What follows belongs to an exercise in optimizing a design on an open flow for small area, a short achievable clock period and few clock cycles per item; a production flow would make more cautious choices. RTL that was checked went through simulation tests only; none was proved equivalent to the original. Power and IR drop assume default switching activity.

== JK ==
// aligned_sum16
module aligned_sum16 (
    input  wire        clk,
    input  wire        rst,           
    input  wire        in_valid,
    output wire        in_ready,
    input  wire [31:0] in_a,
    input  wire [31:0] in_b,
    output reg         out_valid,
    output reg  [31:0] out_result,
    output reg  [5:0]  out_flush,     
    output wire [4:0]  out_inf        
);
clock: 14.0 ns
lec_check: 0
cap_margin: 20
core_margin: 2
core_utilization: 40
setup_slack_margin: 5
slew_margin: 20
standard.sh (not shown) runs the stock make flow with config.mk's settings and CLKGATE_MAP_FILE= SYNTH_SCRIPT=/design/flow/synth_recipe.tcl, a recipe that flattens the netlist after the stock synthesis.
==> flow/flow/run.sh <==
#!/bin/bash
# The standard layout (standard.sh: ORFS from synthesis to the final layout) with two
# changes to how the layout is made; the SDC, the clock period and the steps are the standard
# ones:
#  - the clock tree uses larger sink clusters and no dummy loads, which saves clock buffers.
# ORFS writes each step's full log under orfs/logs/; make's own output goes to flow_standard.log.
set -euo pipefail
bash standard.sh \
  SETUP_SLACK_MARGIN=10 \
  "CTS_ARGS=-sink_clustering_enable -repair_clock_nets -dont_use_dummy_load -sink_clustering_size 25 -sink_clustering_max_diameter 80" \
  finish > flow_standard.log 2>&1
Testbench counts of JK, summed over its fixed seeds: cycles 5,312, sums 320.
diff inputs: JK => MS
- CORE_UTILIZATION now 60, was 40
[summary]
MS against JK: number of top-level design ports comparable, minimum clock period now sits lower, register-to-register slack shows a reduction of 0.10 ns.
| final clock period utilization by the worst path | MS vs JK | 0.33 points lower |
Final cell area: MS below JK

========
## lane 1
aligned_sum16, a different RTL version from the one above (not shown whole).
For scale: about 5000 cells after synthesis, ~1100 flip-flops, ~110 I/O pins.
## aligned_sum16
module aligned_sum16 (
    input  wire        clk,
    input  wire        rst,           
    input  wire        in_valid,
    output wire        in_ready,
    input  wire [31:0] in_a,
    input  wire [31:0] in_b,
    output reg         out_valid,
    output reg  [31:0] out_result,
    output reg  [5:0]  out_flush,     
    output reg  [4:0]  out_inf        
);
    localparam [31:0] CANON_NAN = 32'h7fc0_0000;
    reg  [3:0]  cnt;                  
    reg  [15:0] rsv;                  
    reg         rsv_clr;              
    reg         rdy;                  
    wire        acc_in  = in_valid & in_ready;
    wire        in_last = (cnt == 4'd15);
    assign in_ready = rdy;
    always @(posedge clk) begin
        if (rst) begin
            cnt     <= 4'd0;
            rsv     <= 16'd0;
            rsv_clr <= 1'b0;
            rdy     <= 1'b1;
        end else begin
            if (acc_in) cnt <= cnt + 4'd1;
            rsv_clr <= acc_in & in_last;
            rdy     <= ~(rsv[4] & ~rsv_clr) | (acc_in & in_last);
            rsv <= {rsv[0] & ~rsv_clr, rsv[15:4] & {12{~rsv_clr}}, (rsv[3] & ~rsv_clr) | acc_in,
                    rsv[2:1] & {2{~rsv_clr}}};
        end
    end
    reg        s0_v, s0_first, s0_last;
    reg [31:0] s0_a;
    reg [31:23] s0_b;                 
    reg        s0_bfz;                
  ...
clock: 14.0 ns
lec_check: 0
abc_area: 1
cap_margin: 20
core_margin: 2
core_utilization: 60
setup_slack_margin: 5
slew_margin: 20
tns_end_percent: 10
==> flow/flow/run.sh <==
#!/bin/bash
# The standard layout (standard.sh: ORFS from synthesis to the final layout) with three
# changes to how the layout is made; the SDC, the clock period and the steps are the standard
# ones:
#  - the clock tree uses larger sink clusters and no dummy loads, which saves clock buffers;
#  - every input and output port still gets its own buffer, but a plain buf_1 instead of the
#    larger delay buffer ORFS picks by default (the repair may still resize it).
# ORFS writes each step's full log under orfs/logs/; make's own output goes to flow_standard.log.
set -euo pipefail
bash standard.sh \
  SETUP_SLACK_MARGIN=10.2 \
  "CTS_ARGS=-sink_clustering_enable -repair_clock_nets -dont_use_dummy_load -sink_clustering_size 25 -sink_clustering_max_diameter 80" \
  "BUFFER_PORTS_ARGS=-buffer_cell sky130_fd_sc_hd__buf_1" \
  finish > flow_standard.log 2>&1
Testbench counts of lane 1, summed over its fixed seeds: cycles 5,313, sums 320.
#### Input delta (lane 2 over lane 1)
Settings: removing TNS_END_PERCENT (formerly 10).
Notes after the runs:
- Between lane 1 and lane 2, the time the worst path needs with I/O delays and setup figures differ only marginally.
- In terms of number of vias in the routed layout, lane 2 and lane 1 differ only marginally.
- Changes observed in lane 2 relative to lane 1: routed wire length did not really move; final-layout worst hold slack flat.

========
aligned_sum16, a different RTL version from the one above (not shown whole).
Size: about 1100 flip-flops.
clock: 14.0 ns
lec_check: 0
cap_margin: 20
core_margin: 2
core_utilization: 60
setup_slack_margin: 5
slew_margin: 20
==> flow/flow/run.sh <==
#!/bin/bash
# The standard layout (standard.sh: ORFS from synthesis to the final layout) with two
# changes to how the layout is made; the SDC, the clock period and the steps are the standard
# ones:
#  - the clock tree uses larger sink clusters and no dummy loads, which saves clock buffers.
# ORFS writes each step's full log under orfs/logs/; make's own output goes to flow_standard.log.
set -euo pipefail
bash standard.sh \
  SETUP_SLACK_MARGIN=10 \
  "CTS_ARGS=-sink_clustering_enable -repair_clock_nets -dont_use_dummy_load -sink_clustering_size 25 -sink_clustering_max_diameter 80" \
  finish > flow_standard.log 2>&1
Testbench counts at the start, summed over its fixed seeds: cycles 5,304, sums 320.
Then changed:
- ABC_AREA: default -> 1
Effect: The changed run went through all stages and came out clean; setup slack loses 0.021 ns; routed wire length is lower by a few percent; power is lower slightly; utilization barely changes; final area is lower slightly; count of clock-buffer cells in the layout is lower by 1; hold slack stays flat.

========
Setup of job 7308:
Another version of the RTL of aligned_sum16 (not shown whole).
Size in the first run: roughly 5000 cells after synthesis, about 110 I/O pins, ~48000 sq um of cells after synthesis.
==> flow/config.mk <==
export PLATFORM = sky130hd
export DESIGN_NAME = aligned_sum16
export DESIGN_NICKNAME = aligned_sum16
export VERILOG_FILES = /design/flow/design.v
export SDC_FILE = /design/flow/constraint.sdc
export NUM_CORES = 4
export LEC_CHECK = 0
export ABC_AREA = 1
export CAP_MARGIN = 20
export CORE_MARGIN = 2
export CORE_UTILIZATION = 70
export SETUP_SLACK_MARGIN = 5
export SLEW_MARGIN = 20
==> flow/constraint.sdc <==
create_clock -name core_clock -period 14.0 [get_ports {clk}]
set_input_delay 2.8000 -clock core_clock [delete_from_list [all_inputs] [get_ports {clk}]]
set_output_delay 2.8000 -clock core_clock [all_outputs]
set_load 0.01 [all_outputs]
==> flow/flow/run.sh <==
#!/bin/bash
# The standard layout (standard.sh: ORFS from synthesis to the final layout) with three
# changes to how the layout is made; the SDC, the clock period and the steps are the standard
# ones:
#  - the clock tree uses larger sink clusters and no dummy loads, which saves clock buffers;
#  - every input and output port still gets its own buffer, but a plain buf_1 instead of the
#    larger delay buffer ORFS picks by default (the repair may still resize it).
# ORFS writes each step's full log under orfs/logs/; make's own output goes to flow_standard.log.
set -euo pipefail
bash standard.sh \
  SETUP_SLACK_MARGIN=10 \
  "CTS_ARGS=-sink_clustering_enable -repair_clock_nets -dont_use_dummy_load -sink_clustering_size 25 -sink_clustering_max_diameter 80" \
  "BUFFER_PORTS_ARGS=-buffer_cell sky130_fd_sc_hd__buf_1" \
  finish > flow_standard.log 2>&1
The following lists how job 4057 was set up differently from job 7308:
Settings: CORE_UTILIZATION: 70 -> 60.
diff --git a/flow/flow/run.sh b/flow/flow/run.sh
--- a/flow/flow/run.sh
+++ b/flow/flow/run.sh
@@ -11 +11 @@
-  SETUP_SLACK_MARGIN=10 \
+  SETUP_SLACK_MARGIN=10.2 \
==> comparison <==
Final area was higher in job 4057 than in job 7308.
Final hold slack (lower): job 4057
End point of the critical path: out_inf[2] -> job 4057, out_inf[0] -> job 7308
As far as total power is concerned, job 7308 and job 4057 perform about the same.
Job 4057: final-layout fill cell count is 1811 higher than what job 7308 reported.
Number of signal-net inverters in the final layout | job 4057 above job 7308
The layout overhead on the synthesized area reported for job 4057 is greater than that of job 7308 by 1.3 points.
Going from job 7308 to job 4057, clock tree buffer count of the final layout grows by 1.9%.
[job 4057] total of cells resized after clock tree synthesis rose 61 relative to job 7308
Job 4057 ran to completion and came out clean on the timing, design-rule and antenna checks.
--- input diff job 4057..job 3464 ---
diff --git a/flow/flow/run.sh b/flow/flow/run.sh
--- a/flow/flow/run.sh
+++ b/flow/flow/run.sh
@@ -11 +11 @@
-  SETUP_SLACK_MARGIN=10.2 \
+  SETUP_SLACK_MARGIN=9.8 \
Notes after the runs:
- Job 4057 → job 3464: post-route core utilization now sits lower; power consumption now sits at about the same level.
- From job 4057 to job 3464 the numbers moved as follows: routed wire length went down by 880 um, required time of the critical path went up by 3.24 ns.
- Job 3464 was carried through to the last stage, and its layout satisfied the timing, design-rule and antenna checks.
--- input diff job 3464..job 6472 ---
diff --git a/flow/flow/run.sh b/flow/flow/run.sh
--- a/flow/flow/run.sh
+++ b/flow/flow/run.sh
@@ -11 +11 @@
-  SETUP_SLACK_MARGIN=9.8 \
+  SETUP_SLACK_MARGIN=10 \
Results
- Compared job 3464 against job 6472; cell area after layout within noise.
- Of job 6472 and job 3464, the run reporting the lower length in cells of the worst reg-to-reg path was job 6472.
- On non-clock buffer count, job 6472 and job 3464 are basically level.
- Post-route clock period utilization: job 6472 and job 3464 compared, lower one is job 6472
- Job 6472 against job 3464: number of enable-type register cells in the synthesized netlist saw little to no change, worst-case setup margin in the final layout saw an increase.
- Between job 3464 and job 6472, the hold slack figures differ only marginally.
- Any difference in total power between job 3464 and job 6472 is small enough to ignore.
- NOTE: relative max-transition margin in job 6472 exceeds that of job 3464
No run of this note included a check of the RTL's function; only the layout flow was run.

========
aligned_sum16, a different RTL version from the one above (not shown whole).
Size: roughly 48,000 µm² of cells after synthesis.
## aligned_sum16
module aligned_sum16 (
    input  wire        clk,
    input  wire        rst,           
    input  wire        in_valid,
    output wire        in_ready,
    input  wire [31:0] in_a,
    input  wire [31:0] in_b,
    output reg         out_valid,
    output reg  [31:0] out_result,
    output reg  [5:0]  out_flush,     
    output reg  [4:0]  out_inf        
);
Settings: LEC_CHECK=0, ABC_AREA=1, CAP_MARGIN=20, CORE_MARGIN=2, CORE_UTILIZATION=60, SETUP_SLACK_MARGIN=5, SLEW_MARGIN=20, TNS_END_PERCENT=10; clock period 14.0 ns.
==> flow/flow/run.sh <==
#!/bin/bash
# The standard layout (standard.sh: ORFS from synthesis to the final layout) with three
# changes to how the layout is made; the SDC, the clock period and the steps are the standard
# ones:
#  - the clock tree uses larger sink clusters and no dummy loads, which saves clock buffers;
#  - every input and output port still gets its own buffer, but a plain buf_1 instead of the
#    larger delay buffer ORFS picks by default (the repair may still resize it).
# ORFS writes each step's full log under orfs/logs/; make's own output goes to flow_standard.log.
set -euo pipefail
bash standard.sh \
  SETUP_SLACK_MARGIN=10.2 \
  "CTS_ARGS=-sink_clustering_enable -repair_clock_nets -dont_use_dummy_load -sink_clustering_size 30 -sink_clustering_max_diameter 80" \
  "BUFFER_PORTS_ARGS=-buffer_cell sky130_fd_sc_hd__buf_1" \
  finish > flow_standard.log 2>&1
Next try:
--- a/flow/flow/run.sh
+++ b/flow/flow/run.sh
@@ -10,5 +10,5 @@
 bash standard.sh \
   SETUP_SLACK_MARGIN=10.2 \
-  "CTS_ARGS=-sink_clustering_enable -repair_clock_nets -dont_use_dummy_load -sink_clustering_size 30 -sink_clustering_max_diameter 80" \
+  "CTS_ARGS=-sink_clustering_enable -repair_clock_nets -dont_use_dummy_load -sink_clustering_size 25 -sink_clustering_max_diameter 80" \
   "BUFFER_PORTS_ARGS=-buffer_cell sky130_fd_sc_hd__buf_1" \
   finish > flow_standard.log 2>&1
Settings changed: TNS_END_PERCENT 10 to unset.
Outcome: Power is higher slightly. Via count is higher slightly. Wire length is higher slightly. Sequential cell count is unchanged.
No run of this note included a check of the RTL's function; only the layout flow was run.

-- re-timing with driven ports --
Ports are ideal in the flow. The routed layouts listed here were re-timed in OpenROAD.
Step 1 sets driving cells, clkbuf_16 on the clock port and buf_2 on the other inputs (assumed; they add their load-dependent delay and slew).
Step 2, shift: input delay + t, output delay - t, t = (earliest + latest rising clock arrival at the registers) / 2. This alone moves slack from input paths to output paths.
Slacks: no drivers / after step 1 / after step 2; pairs: no drivers / after step 1.
run | shift t [ns] | slack for setup (ns) | clock arrival spread, ns | worst register clock-pin slew, ns
JK | 0.705 | 9.986 / 9.917 / 9.578 | 0.092 / 0.092 | 0.10 / 0.10
MS | 0.717 | 10.032 / 9.966 / 9.530 | 0.088 / 0.088 | 0.10 / 0.10
lane 1 | 0.694 | 10.123 / 10.057 / 10.031 | 0.105 / 0.105 | 0.10 / 0.10
lane 2 | 0.692 | 10.125 / 10.059 / 10.029 | 0.100 / 0.100 | 0.10 / 0.10
the first run of note 3 | 0.682 | 10.040 / 9.972 / 9.654 | 0.143 / 0.144 | 0.10 / 0.10
the second run of note 3 | 0.695 | 10.018 / 9.948 / 9.686 | 0.116 / 0.115 | 0.10 / 0.10
job 7308 | 0.680 | 10.023 / 9.957 / 10.011 | 0.087 / 0.087 | 0.10 / 0.10
job 4057 | 0.695 | 10.056 / 9.988 / 10.043 | 0.107 / 0.107 | 0.10 / 0.10
job 3464 | 0.693 | 9.910 / 9.910 / 9.910 | 0.111 / 0.112 | 0.10 / 0.10
job 6472 | 0.694 | 9.989 / 9.988 / 9.989 | 0.109 / 0.109 | 0.10 / 0.10
the first run of note 5 | 0.674 | 10.060 / 9.987 / 10.001 | 0.085 / 0.086 | 0.11 / 0.11
the second run of note 5 | 0.683 | 10.079 / 10.006 / 9.991 | 0.070 / 0.070 | 0.10 / 0.10
After both steps setup and hold are still met in every run listed. For MS, which loses most, drivers alone change the setup slack by -0.066 ns; drivers and shift together by -0.502 ns.
